From an optimization exercise on the open Yosys and OpenROAD flow, aimed at small area, a short achievable clock period and few clock cycles per item; shortcuts taken in it are not production practice.
The RTL was checked by simulation tests, not by an equivalence proof against the original design.

==> nickel: inputs <==
==> flow/design.v (excerpt) <==
module ime_ks (
  input  wire         clk,
  input  wire         rst,          
  input  wire         key_we,
  input  wire [2:0]   key_idx,
  input  wire [31:0]  key_wdata,
  input  wire         req_valid,
  output wire         req_ready,
  input  wire [15:0]  req_epoch,
  input  wire [2:0]   req_port,
  input  wire [28:0]  req_line,
  output wire         ks_valid,
  input  wire         ks_ready,
  output wire [1:0]   ks_blk,
  output wire [127:0] ks_data
);
Settings: LEC_CHECK=0, ABC_CLOCK_PERIOD_IN_PS=3400, CAP_MARGIN=20, CORE_MARGIN=2, CORE_UTILIZATION=55, SETUP_SLACK_MARGIN=4.6, SLEW_MARGIN=60; clock period 8.0 ns.
standard.sh (not shown) runs the stock make flow with config.mk's settings and CLKGATE_MAP_FILE= SYNTH_SCRIPT=/design/flow/synth_recipe.tcl, a recipe that flattens the netlist after the stock synthesis.
==> flow/flow/run.sh <==
#!/bin/bash
# Own flow: the standard layout (standard.sh) with two changes:
#  - synthesis runs flow/my_synth.tcl: the standard synthesis script with
#    Yosys's default ABC mapping script in place of ORFS's speed script
#    (same flip-flops and register names);
#  - the detailed router gets more antenna repair iterations.
set -euo pipefail
W=$(pwd)
sed -e "s#SYNTH_SCRIPT=[^ ]*#SYNTH_SCRIPT=$W/flow/my_synth.tcl MAX_REPAIR_ANTENNAS_ITER_DRT=15#" standard.sh > own.sh
grep -q "SYNTH_SCRIPT=$W/flow/my_synth.tcl" own.sh
bash own.sh > layout.log 2>&1
==> flow/flow/my_synth.tcl <==
# The standard synthesis (synth_recipe.tcl, which runs ORFS's synth.tcl), with
# one change: the technology mapping uses Yosys's default ABC script (area
# oriented, with the clock period as delay target) instead of ORFS's speed
# script. Everything else, flip-flop mapping and register names included, is
# the standard synthesis.
proc abc {args} {
  set out {}
  set skip 0
  foreach a $args {
    if {$skip} { set skip 0; continue }
    if {$a eq "-script"} { set skip 1; continue }
    lappend out $a
  }
  yosys abc {*}$out
}
source [file join [file dirname [file normalize [info script]]] .. synth_recipe.tcl]
==> fjord: changes against nickel <==
--- a/flow/design.v
+++ b/flow/design.v
@@ -184,22 +184,15 @@
   localparam QN = 5;            
   localparam QA = 3;            
   localparam TW = QA + 4;       
   genvar g, u;
   integer i;
   reg [255:0] key;
-  reg  [7:0]  kw_en;               
-  reg  [31:0] kw_data;
-  wire        kw_we = |kw_en;
-  integer     kwi;
-  always @(posedge clk) begin
-    kw_en   <= key_we ? (8'h80 >> key_idx) : 8'h00;
-    kw_data <= key_wdata;
-    for (kwi = 0; kwi < 8; kwi = kwi + 1)
-      if (kw_en[7-kwi])
-        key[255 - 32*kwi -: 32] <= kw_data;
+  always @(posedge clk) begin
+    if (key_we)
+      key[255 - 32*key_idx -: 32] <= key_wdata;
   end
   function [7:0] xtime(input [7:0] b);
     xtime = {b[6:0], 1'b0} ^ (b[7] ? 8'h1b : 8'h00);
   endfunction
   function [31:0] mixcol(input [31:0] c);
     reg [7:0] a0, a1, a2, a3;
@@ -219,19 +212,19 @@
     begin
       for (k = 0; k < 16; k = k + 1)
         shiftrows[127 - 8*k -: 8] = s[127 - 8*(((k/4 + k%4) % 4)*4 + k%4) -: 8];
     end
   endfunction
   function [127:0] kstep(input [127:0] old, input [31:0] t);
-    reg [31:0] p0, p1, p2, p3;
+    reg [31:0] w0, w1, w2, w3;
     begin
-      p0 = old[127:96];
-      p1 = p0 ^ old[95:64];
-      p2 = p1 ^ old[63:32];
-      p3 = p2 ^ old[31:0];
-      kstep = {p0 ^ t, p1 ^ t, p2 ^ t, p3 ^ t};
+      w0 = old[127:96] ^ t;
+      w1 = old[95:64]  ^ w0;
+      w2 = old[63:32]  ^ w1;
+      w3 = old[31:0]   ^ w2;
+      kstep = {w0, w1, w2, w3};
     end
   endfunction
   function [QA:0] pinc(input [QA:0] p);
     pinc = (p == 2*QN - 1) ? {(QA+1){1'b0}} : p + 1'b1;
   endfunction
   function [QA-1:0] pidx(input [QA:0] p);
@@ -304,13 +297,13 @@
       if (u == U - 1) begin : g_last
         assign srl = sr;
       end
       if (U == 14 && u == U - 1) begin : g_nomc
         assign nxt[u] = 128'd0;
       end else begin : g_mc
-        assign nxt[u] = (u == U - 1) ? mixcolumns(sr) : mixcolumns(sr) ^ rk[u];
+        assign nxt[u] = mixcolumns(sr) ^ rk[u];
       end
       always @(posedge clk) begin
         r1[u] <= m;
       end
     end
   endgenerate
@@ -322,26 +315,26 @@
     for (i = 0; i < U; i = i + 1)
       busy = busy | t0[i][TW-1] | t1[i][TW-1];
   end
   wire          entry  = win && (ph == 5'd0 || busy) && (el != tl);
   wire [47:0]   qctr   = q[pidx(el)];
   wire [127:0]  newblk = {qctr ^ key[255:208], key[207:130], key[129:128] ^ eb};
-  wire          kill   = rst || key_we || kw_we;
+  wire          kill   = rst || key_we;
   wire [TW-1:0] xt     = t1[U-1];                    
   wire          exit_v = win && xt[TW-1];
   wire          ofree  = !ov || ks_ready;
   wire          match  = exit_v && (xt[TW-2:2] == hd) && (xt[1:0] == nb);
   wire          take   = match && ofree;
   wire          fail   = match && !ofree;
   wire          retire = take && (xt[1:0] == 2'd3);
   wire          acc    = req_valid && rdy;
   wire [QA:0]   hd_n   = retire ? pinc(hd) : hd;
   wire [QA:0]   tl_n   = acc ? pinc(tl) : tl;
   wire [QA:0]   cnt_n  = (tl_n >= hd) ? tl_n - hd : tl_n + 2*QN - hd;
   always @(posedge clk) begin
-    r0[0] <= (nxt[U-1] & {128{~entry}}) ^ (entry ? newblk : rk[U-1]);
+    r0[0] <= entry ? newblk : nxt[U-1];
     for (i = 1; i < U; i = i + 1)
       r0[i] <= nxt[i-1];
     if (kill) begin
       for (i = 0; i < U; i = i + 1) begin
         t0[i] <= {TW{1'b0}};
         t1[i] <= {TW{1'b0}};
@@ -354,16 +347,17 @@
         t1[i] <= t0[i];
     end
   end
   always @(posedge clk) begin
     if (acc)
       q[pidx(tl)] <= {req_epoch, req_port, req_line};
-    if (take) begin
-      outr <= fin;
-      ob   <= xt[1:0];
-    end
+    if (take)
+      ob <= xt[1:0];
+  end
+  always @(posedge clk) begin
+    outr <= outr ^ ({128{take}} & (fin ^ outr));
   end
   always @(posedge clk) begin
     if (rst) begin
       ph  <= 5'd0;
       hd  <= {(QA+1){1'b0}};
       tl  <= {(QA+1){1'b0}};
==> flow/run.sh (new file) <==
#!/bin/bash
# synth_recipe.tcl (not shown) runs the flow's synth.tcl, then flattens the netlist and writes it again
# the make line also repeats each setting of config.mk as NAME=value (left out here)
make -C /OpenROAD-flow-scripts/flow DESIGN_CONFIG=/design/flow/config.mk WORK_HOME=/design/flow/orfs CLKGATE_MAP_FILE= SYNTH_SCRIPT=/design/flow/synth_recipe.tcl finish
Settings changed: CORE_UTILIZATION 55 to 40, SLEW_MARGIN 60 to 20.
removed: flow/flow/run.sh
removed: flow/flow/my_synth.tcl
removed: flow/standard.sh
==> run summary <==
* Result of the run: complete, but fails checks
* Causes of the layout check failure: antenna rules
- Post-DRT Antenna Nets: 1
- Register area share after synthesis: 33.6%
- The worst setup path is captured at a flip-flop.
- Entering global routing, the biggest net connects 147 pins.
* Multi-input comb cells: 24100
- Relative to the synthesized area, the layout overhead comes to 14.9%.
The numbers above come from fjord.

==> run summary <==
* Clock Skews: 128 ps
* Critical Path Sink Type: output pin
* Maximum number of pins on one net before global-route repair: 70
* Multi-input comb cells: 21000
* Dominant cell by count in the synthesized netlist: xnor2_1
- The area growth from synthesis to layout is 17.5%.
- Result of the run: complete, no violations
- CTS buffer count: 464
* Register area share after synthesis: 38.3%
The numbers above come from nickel.

Testbench counts of nickel, summed over its fixed seeds: cycles 3,232, items 384.
Testbench counts of fjord, summed over its fixed seeds: cycles 3,232, items 384.

afterwards: timing with drivers on the ports:
Ports are ideal in the flow. The routed layouts listed here were re-timed in OpenROAD. Step 1 assumes that a clkbuf_16 drives the clock port and a buf_2 every other input. Step 2 also shifts input and output timing later by t, the mid clock arrival at the registers, as if the neighbouring blocks saw the same clock. Three values: ideal ports, drivers, drivers and shift; two values: the first two.
run | shift t [ns] | setup slack, ns | worst setup path after step 2 | latest minus earliest clock arrival (ns)
nickel | 1.190 | 4.315 / 4.177 / 3.760 | input to register | 0.130 / 0.129
fjord | 1.243 | 4.436 / 4.346 / 3.444 | input to register | 0.142 / 0.142
For fjord, which loses most, drivers alone change the setup slack by -0.090 ns; drivers and shift together by -0.992 ns.
